Context: an optimization exercise on an open-source flow, tuned for small area. The choices shown serve that exercise and are no tape-out recipe. Only simulation tests tie the RTL to the original design; equivalence was not proved. Power figures rest on the tool's default switching activity, not on a simulated workload.

==> flow/design.v <==
module sinc_dec_channel (
    input  wire        clk,
    input  wire        rst,         
    input  wire        restart,     
    input  wire        sinc4,       
    input  wire [10:0] osr,         
    input  wire [15:0] ofs,         
    input  wire [15:0] gain,        
    input  wire        md_valid,    
    input  wire        md_bit,      
    output reg         out_valid,
    output reg  [15:0] out_value,
    output reg         out_ok,      
    output reg  [3:0]  out_settle,
    output reg         out_clip,
    output reg  [3:0]  out_seq
);
    localparam W = 42;   
    wire [10:0] osr_clamped = (osr < 11'd16)   ? 11'd16 :
                              (osr > 11'd1024) ? 11'd1024 : osr;
    reg        active;
    reg        k4;
    reg [10:0] r_val;
    reg [40:0] divisor;      
    reg [1:0]  pow_cnt;      
    always @(posedge clk) begin
        if (rst) begin
            active  <= 1'b0;
            k4      <= 1'b0;
            r_val   <= 11'd16;
            divisor <= 41'd0;
            pow_cnt <= 2'd0;
        end else if (restart) begin
            active  <= 1'b1;
            k4      <= sinc4;
            r_val   <= osr_clamped;
            divisor <= {30'd0, osr_clamped};
            pow_cnt <= sinc4 ? 2'd3 : 2'd2;
        end else if (pow_cnt != 2'd0) begin
            divisor <= divisor * r_val;
            pow_cnt <= pow_cnt - 2'd1;
        end
    end
    reg  [W-1:0] int1, int2, int3, int4;
    reg  [W-1:0] dly1, dly2, dly3, dly4;
    reg  [10:0]  phase;      
    reg  [3:0]   int_pipe;   
    reg  [3:0]   cap_pipe;   
    wire [W-1:0] x = md_bit ? {{(W-1){1'b0}}, 1'b1} : {W{1'b1}};
    wire bit_in  = active && md_valid && !restart;
    wire capture = bit_in && (phase == 11'd0);
    reg          comb_busy;
    reg  [2:0]   comb_step;
    reg  [W-1:0] comb_val;
    reg          comb_done;
    wire [W-1:0] comb_dly  = (comb_step == 3'd0) ? dly1 :
                             (comb_step == 3'd1) ? dly2 :
                             (comb_step == 3'd2) ? dly3 : dly4;
    wire [W-1:0] comb_next = comb_val - comb_dly;
    wire [2:0]   k_last    = k4 ? 3'd3 : 3'd2;
    always @(posedge clk) begin
        if (rst || restart) begin
            int1 <= {W{1'b0}}; int2 <= {W{1'b0}};
            int3 <= {W{1'b0}}; int4 <= {W{1'b0}};
            dly1 <= {W{1'b0}}; dly2 <= {W{1'b0}};
            dly3 <= {W{1'b0}}; dly4 <= {W{1'b0}};
            phase     <= 11'd0;
            int_pipe  <= 4'd0;
            cap_pipe  <= 4'd0;
            comb_busy <= 1'b0;
            comb_step <= 3'd0;
            comb_val  <= {W{1'b0}};
            comb_done <= 1'b0;
        end else begin
            int_pipe  <= {int_pipe[2:0], bit_in};
            cap_pipe  <= {cap_pipe[2:0], capture};
            comb_done <= 1'b0;
            if (bit_in) begin
                int1  <= int1 + x;
                phase <= (phase == r_val - 11'd1) ? 11'd0 : phase + 11'd1;
            end
            if (int_pipe[0]) int2 <= int2 + int1;
            if (int_pipe[1]) int3 <= int3 + int2;
            if (int_pipe[2]) int4 <= int4 + int3;
            if ((k4 && cap_pipe[3]) || (!k4 && cap_pipe[2])) begin
                comb_busy <= 1'b1;
                comb_step <= 3'd0;
                comb_val  <= k4 ? int4 : int3;
            end else if (comb_busy) begin
                case (comb_step)
                    3'd0: dly1 <= comb_val;
                    3'd1: dly2 <= comb_val;
                    3'd2: dly3 <= comb_val;
                    default: dly4 <= comb_val;
                endcase
                comb_val  <= comb_next;
                comb_step <= comb_step + 3'd1;
                if (comb_step == k_last) begin
                    comb_busy <= 1'b0;
                    comb_done <= 1'b1;
                end
            end
        end
    end
    wire [W-1:0] sum_s = comb_val;
    reg [2:0]  settle_left;
    reg [3:0]  cap_settle;
    reg [15:0] cap_ofs, cap_gain;
    always @(posedge clk) begin
        if (rst) begin
            settle_left <= 3'd0;
            cap_settle  <= 4'd0;
            cap_ofs     <= 16'd0;
            cap_gain    <= 16'd0;
        end else if (restart) begin
            settle_left <= sinc4 ? 3'd4 : 3'd3;
        end else if (capture) begin
            cap_settle <= {1'b0, settle_left};
            cap_ofs    <= ofs;
            cap_gain   <= gain;
            if (settle_left != 3'd0)
                settle_left <= settle_left - 3'd1;
        end
    end
    localparam ST_IDLE = 3'd0, ST_DIV = 3'd1, ST_ROUND = 3'd2, ST_MUL = 3'd3,
               ST_CAL = 3'd4;
    reg [2:0]  state;
    reg [4:0]  step;
    reg        neg;
    reg [41:0] rem;
    reg [23:0] quo;
    reg [23:0] y;            
    reg        stage_clip;
    wire [W-1:0] s_abs   = sum_s[W-1] ? (~sum_s + 1'b1) : sum_s;
    wire [42:0]  trial   = (step == 5'd0) ? {1'b0, rem} : {rem, 1'b0};
    wire         ge      = trial >= {2'b0, divisor};
    wire [42:0]  trial_s = ge ? trial - {2'b0, divisor} : trial;
    wire [42:0]  rem2    = {rem, 1'b0};
    wire         rnd_up  = (rem2 > {2'b0, divisor}) ||
                           ((rem2 == {2'b0, divisor}) && quo[0]);
    wire [24:0]  q_rnd   = {1'b0, quo} + {24'd0, rnd_up};
    wire signed [24:0] cal_sum  = $signed({y[23], y}) +
                                  $signed({{4{cap_ofs[15]}}, cap_ofs, 5'd0});
    reg  signed [41:0] cal_prod;
    wire signed [18:0] cal_q    = cal_prod[41:23];
    wire [22:0]        cal_r    = cal_prod[22:0];
    wire               cal_up   = (cal_r > 23'h400000) ||
                                  ((cal_r == 23'h400000) && cal_q[0]);
    wire signed [18:0] cal_rnd  = cal_q + $signed({18'd0, cal_up});
    wire               cal_hi   = cal_rnd > 19'sd32767;
    wire               cal_lo   = cal_rnd < -19'sd32768;
    reg [3:0] seq;
    always @(posedge clk) begin
        if (rst) begin
            state      <= ST_IDLE;
            step       <= 5'd0;
            neg        <= 1'b0;
            rem        <= 42'd0;
            quo        <= 24'd0;
            y          <= 24'd0;
            stage_clip <= 1'b0;
            cal_prod   <= 42'sd0;
            seq        <= 4'd0;
            out_valid  <= 1'b0;
            out_value  <= 16'd0;
            out_ok     <= 1'b0;
            out_settle <= 4'd0;
            out_clip   <= 1'b0;
            out_seq    <= 4'd0;
        end else begin
            out_valid <= 1'b0;
            case (state)
                ST_IDLE: begin
                    if (comb_done) begin
                        neg   <= sum_s[W-1];
                        rem   <= s_abs;
                        quo   <= 24'd0;
                        step  <= 5'd0;
                        state <= ST_DIV;
                    end
                end
                ST_DIV: begin
                    rem  <= trial_s[41:0];
                    quo  <= {quo[22:0], ge};
                    step <= step + 5'd1;
                    if (step == 5'd23)
                        state <= ST_ROUND;
                end
                ST_ROUND: begin
                    if (!neg && q_rnd > 25'h7FFFFF) begin
                        y          <= 24'h7FFFFF;
                        stage_clip <= 1'b1;
                    end else begin
                        y          <= neg ? (~q_rnd[23:0] + 24'd1) : q_rnd[23:0];
                        stage_clip <= 1'b0;
                    end
                    state <= ST_MUL;
                end
                ST_MUL: begin
                    cal_prod <= cal_sum * $signed({1'b0, cap_gain});
                    state    <= ST_CAL;
                end
                ST_CAL: begin
                    out_valid  <= 1'b1;
                    out_value  <= cal_hi ? 16'h7FFF :
                                  cal_lo ? 16'h8000 : cal_rnd[15:0];
                    out_clip   <= stage_clip | cal_hi | cal_lo;
                    out_settle <= cap_settle;
                    out_ok     <= (cap_settle == 4'd0);
                    out_seq    <= seq + 4'd1;
                    seq        <= seq + 4'd1;
                    state      <= ST_IDLE;
                end
            endcase
        end
    end
endmodule
==> flow/run.sh <==
#!/bin/bash
# synth_recipe.tcl (not shown) runs the flow's synth.tcl, then flattens the netlist and writes it again
# the make line also repeats each setting of config.mk as NAME=value (left out here)
make -C /OpenROAD-flow-scripts/flow DESIGN_CONFIG=/design/flow/config.mk WORK_HOME=/design/flow/orfs CLKGATE_MAP_FILE= SYNTH_SCRIPT=/design/flow/synth_recipe.tcl finish
==> flow/config.mk <==
export PLATFORM = sky130hd
export DESIGN_NAME = sinc_dec_channel
export DESIGN_NICKNAME = sinc_dec_channel
export VERILOG_FILES = /design/flow/design.v
export SDC_FILE = /design/flow/constraint.sdc
export NUM_CORES = 4
export LEC_CHECK = 0
export CAP_MARGIN = 20
export CORE_MARGIN = 2
export CORE_UTILIZATION = 40
export SLEW_MARGIN = 20
==> flow/constraint.sdc <==
create_clock -name core_clock -period 10.0 [get_ports {clk}]
set_input_delay 2.0000 -clock core_clock [delete_from_list [all_inputs] [get_ports {clk}]]
set_output_delay 2.0000 -clock core_clock [all_outputs]
set_load 0.01 [all_outputs]
==> run notes <==
-- sequential cells by signal, indices dropped and copies added, names as in the netlist, 4 cells and up --
| name | flops |
|---|---|
| quo | 24 |
| out_value | 16 |
| cap_pipe | 4 |
| phase | 11 |
| int4 | 42 |
| out_seq | 4 |
| divisor | 41 |
| dly3 | 42 |
| int1 | 42 |
| int2 | 42 |
| rem | 42 |
| comb_val | 42 |
| int3 | 42 |
| step | 5 |
| dly2 | 42 |
| r_val | 11 |
| dly1 | 42 |
| cap_gain | 16 |
| cap_ofs | 16 |
| cal_prod | 42 |
| y | 24 |
| dly4 | 42 |
-- report_power, final --
group / switching [mW] / internal [mW]
logic: 0.488 / 0.278
registers: 0.0487 / 2.66
clock network: 1.33 / 1.79
total: 1.86 / 4.73
-- worst register-to-register path, delay by kind of cell, from the launching register on --
| family | cells | cell delay (ns) |
|---|---|---|
| adder cells (fa/ha/maj) | 7 | 3.40 |
| flip-flops | 1 | 0.33 |
| AO/OA/AOI/OAI | 16 | 3.75 |
| buffers and inverters | 2 | 0.09 |
| AND/OR/NAND/NOR | 3 | 0.57 |
| XOR/XNOR | 3 | 1.00 |
-- cell usage after synthesis (15+ instances only) --
cell,instances,area [sq um]
sky130_fd_sc_hd__a221oi_1,52,455
sky130_fd_sc_hd__nor2_1,658,2470
sky130_fd_sc_hd__o21a_1,58,435
sky130_fd_sc_hd__nor3_1,115,576
sky130_fd_sc_hd__o21ai_0,271,1360
sky130_fd_sc_hd__a22oi_1,40,300
sky130_fd_sc_hd__a21oi_1,641,3210
sky130_fd_sc_hd__nand2b_1,72,450
sky130_fd_sc_hd__mux2i_1,166,1660
sky130_fd_sc_hd__buf_1,34,128
sky130_fd_sc_hd__and2_1,300,1880
sky130_fd_sc_hd__o22ai_1,95,594
sky130_fd_sc_hd__clkbuf_1,459,1720
sky130_fd_sc_hd__o211ai_1,32,240
sky130_fd_sc_hd__nand3_1,145,726
sky130_fd_sc_hd__a21o_1,156,1170
sky130_fd_sc_hd__or3_1,40,250
sky130_fd_sc_hd__mux2_2,59,664
sky130_fd_sc_hd__ha_1,484,6060
sky130_fd_sc_hd__o31ai_1,33,248
sky130_fd_sc_hd__and3_1,51,319
sky130_fd_sc_hd__inv_1,878,3300
sky130_fd_sc_hd__fa_1,692,13900
sky130_fd_sc_hd__and4_1,19,166
sky130_fd_sc_hd__a22o_1,16,140
sky130_fd_sc_hd__a211oi_1,150,1130
sky130_fd_sc_hd__or2_2,15,93.8
sky130_fd_sc_hd__dfxtp_1,663,13300
sky130_fd_sc_hd__a21boi_0,23,173
sky130_fd_sc_hd__nand4_1,52,325
sky130_fd_sc_hd__xnor2_1,264,2310
sky130_fd_sc_hd__nor2b_1,85,532
sky130_fd_sc_hd__xor2_1,153,1340
sky130_fd_sc_hd__nand2_1,1290,4840
sky130_fd_sc_hd__a31oi_1,52,325
sky130_fd_sc_hd__nor4_1,25,156
sky130_fd_sc_hd__o21bai_1,44,330
-- worst paths after layout --
path	startpoint	end	depth (start not counted)
setup reg to reg	y[6]	cal_prod[41]	31
hold reg to reg	cap_pipe[0]	cap_pipe[1]	1
setup / recovery	y[6]	cal_prod[41]	31
hold / removal	cap_pipe[0]	cap_pipe[1]	1
-- timing repair --
item,CTS,global route
setup endpoints to repair,0,3
resized for setup,0,3
setup buffers,0,0
endpoints found under the hold margin,0,0
-- area by class of cell --
type | instances | area share
clock buffers | 119 | 0.0332
clock inverters | 34 | 0.00451
inverters | 882 | 0.0442
multi-input cells | 6581 | 0.681
flip-flops and latches | 663 | 0.177
well taps | 2310 | 0.0386
repair buffers | 180 | 0.0212
-- per-layer routing --
| layer | GRT usage | up-vias | routed length [um] |
|---|---|---|---|
| li1 | - | 28359 | - |
| met1 | 0.299 | 28994 | 89100 |
| met2 | 0.392 | 1483 | 97200 |
| met3 | 0.0261 | 328 | 9470 |
| met4 | 0.0738 | 0 | 6630 |
| met5 | 0 | - | 0 |
-- kinds of logic after synthesis --
kind of cell / count (synthesis) / share of synthesized area
compound gates: 1826 / 0.167
xor+xnor: 417 / 0.0526
fa+ha+maj: 1182 / 0.288
buf+inv: 1392 / 0.0758
flops: 663 / 0.191
mux: 225 / 0.0335
other cells: 1 / 0.0000540
simple gates: 2930 / 0.192
-- per-stage QoR --
stage,power (mW),instance area (sq um),setup WS (ns),hold WS (ns),util
after floorplan,3.29,69400,1.15,0.406,-
after global placement,3.52,72000,0.701,0.414,0.419
after detailed placement,3.52,72000,0.635,0.429,0.419
after CTS,6.66,74900,0.604,0.438,0.435
after global routing,6.84,74900,0.0245,0.454,0.435
final,6.59,74900,0.758,0.428,0.435
==> run notes <==
----------------------------------------------------
[Clock network]
  Number of buffers added to fix hold violations after cts ... 0
  Clock slew at the register clock pins of the worst setup and hold paths ... 0.06 ns
  TritonCTS clock tree ... yes
  H-tree levels ... 3
  Clock latency at the later pin of the worst-skew pair ... 0.73 ns
  Clock Tree Buf Depth ... 3
  Sinks on the clock net ... 663
  Clock root buffer ... sky130_fd_sc_hd__clkbuf_16
  Number of buffers created by CTS ... 85

[Global routing]
  Initial antenna violation count ... 2
  Remaining global-route overflow ... 0
  Wire length of the first global-routing pass ... 327 mm
  Global router's overall resource usage ... 0.229
  Via count of the first global-routing pass ... 59,246
  Largest net degree at the start of global routing ... 199

[Logic synthesis]
  Flip-flop cell with the highest count after synthesis ... sky130_fd_sc_hd__dfxtp_1
  Number of different library cells in the post-synthesis netlist ... 89
  Number of storage elements in the synthesis netlist ... 663
  Post-Syn Nets ... 9,861
  Post-synthesis instance area ... 69,400 sq um
  Mapped Cells ... 8,636
  Mean cell area of the mapped netlist ... 8.04 sq um
  Post-synthesis async set-or-reset flop share ... 0
  Sequential-to-total area share from yosys stat ... 0.191
  Number of flops mapped to enable cells by yosys ... 0
  Count of warnings emitted by yosys ... 1

[Placed design]
  Final Wtd Congestion ... 0.914
  Placed Instances ... 10,615
  Placed wire-length estimate ... 150 mm
  Number of input and output port buffers inserted ... 74

[Setup path]
  Largest fanout on the critical path ... 10
  Crit path DAT ... 9.85 ns
  Required time of the critical path ... 10.61 ns
  Cell with the largest stage delay on the worst path ... sky130_fd_sc_hd__xnor2_1
  Worst Setup Start Kind ... flip-flop
  Critical path capture point type ... flip-flop
  Number of buffers and inverters on the critical path ... 2
  Crit path max-delay family ... compound AO/OA/AOI/OAI gates
  Worst stage delay on the critical path ... 0.72 ns
  Type of the worst setup path ... flip-flop to flip-flop
  Reg-to-reg setup timing slack ... 0.76 ns

[Routing]
  First-pass iteration count of the detailed router ... 8
  Residual DRC count ... 0
  Post-detailed-route via-to-cell ratio ... 5.49
  Drt total wl ... 202 mm
  Total via count in the routed design ... 59,164
  DRC marker count from the first detailed-route iteration ... 4,073
  Count of antenna-violating nets left after detailed routing ... 0
  Detail-routed net length per standard cell ... 18.8 um

[Layout]
  Area of combinational cells with multiple inputs ... 51,000 sq um
  Leading cell types in the layout, fill and taps excluded ... sky130_fd_sc_hd__nand2_1 (1,289), sky130_fd_sc_hd__inv_1 (878), sky130_fd_sc_hd__fa_1 (692)
  Most common cell after layout, fill and taps aside ... sky130_fd_sc_hd__nand2_1
  Fraction of final layout cells with drive strength greater than 1 ... 0.0458
  Diodes inserted ... 0
  Register cell area after layout ... 13,300 sq um
  Post-layout nets ... 9,618
  Number of fillers in the final layout ... 17,098
  P&R area growth vs syn ... 7.88%
  Post-route insts no fill ... 10,769

[STA]
  Normalized max-slew margin ... 0.280
  Minimum clock period after layout ... 9.24 ns
  RSZ-0062 raised after global routing ... no
  Final setup skew ... 0.0417 ns
  Slew at the pin with the worst max-slew slack ... 1.08 ns
  Final TNS setup ... 0 ns
  Final count of negative-setup-slack endpoints ... 0
  Final max-slew violation count ... 0
  Max Clk Rate ... 108 MHz
  Number of hold-slack violations in the final timing report ... 0
  Final clock period utilization by the worst path ... 0.924

[Pwr]
  Worst supply voltage drop on vdd ... 0.123 mV
  Static Leakage ... 31.2 nW
  PwrDens ... 88.0 nW/um^2

[Die]
  Effective utilization at floorplan ... 0.403
  Core ar. ... 172,000 sq um
  I/O pins ... 76
  Horizontal extent of the die ... 421 um
  Die H ... 421 um
  Row Count ... 152
  Die footprint ... 177,000 sq um

[Outcome]
  Outcome ... timing/DRC/antenna clean

[Job]
  Count of maximum capacitance violations ... 0

[Hold path]
  Min-delay worst type ... flip-flop to flip-flop

----------------------------------------------------

## static timing again, ports no longer ideal
How much do the figures lean on ideal ports? The routed layout below was timed once more, with nothing changed but the port constraints. Step 1, drivers: a clkbuf_16 drives clk and a buf_2 each remaining input, both assumed. Step 2, shift: input delay + t, output delay - t, t = (earliest + latest rising clock arrival at the registers) / 2. This alone moves slack from input paths to output paths. a / b / c = ideal / step 1 / step 2; a / b = the first two.
t, ns: 0.788
slack for setup (ns): 0.758 / 0.758 / 0.758
worst register clock-pin slew, ns: 0.07 / 0.07
worst slew at a driven data input, ns: 0.08
cell pins on the clock port's net: 1
After both steps this run still meets setup and hold. The setup slack of this run moves by 0.000 ns with the drivers and by 0.000 ns with both steps.
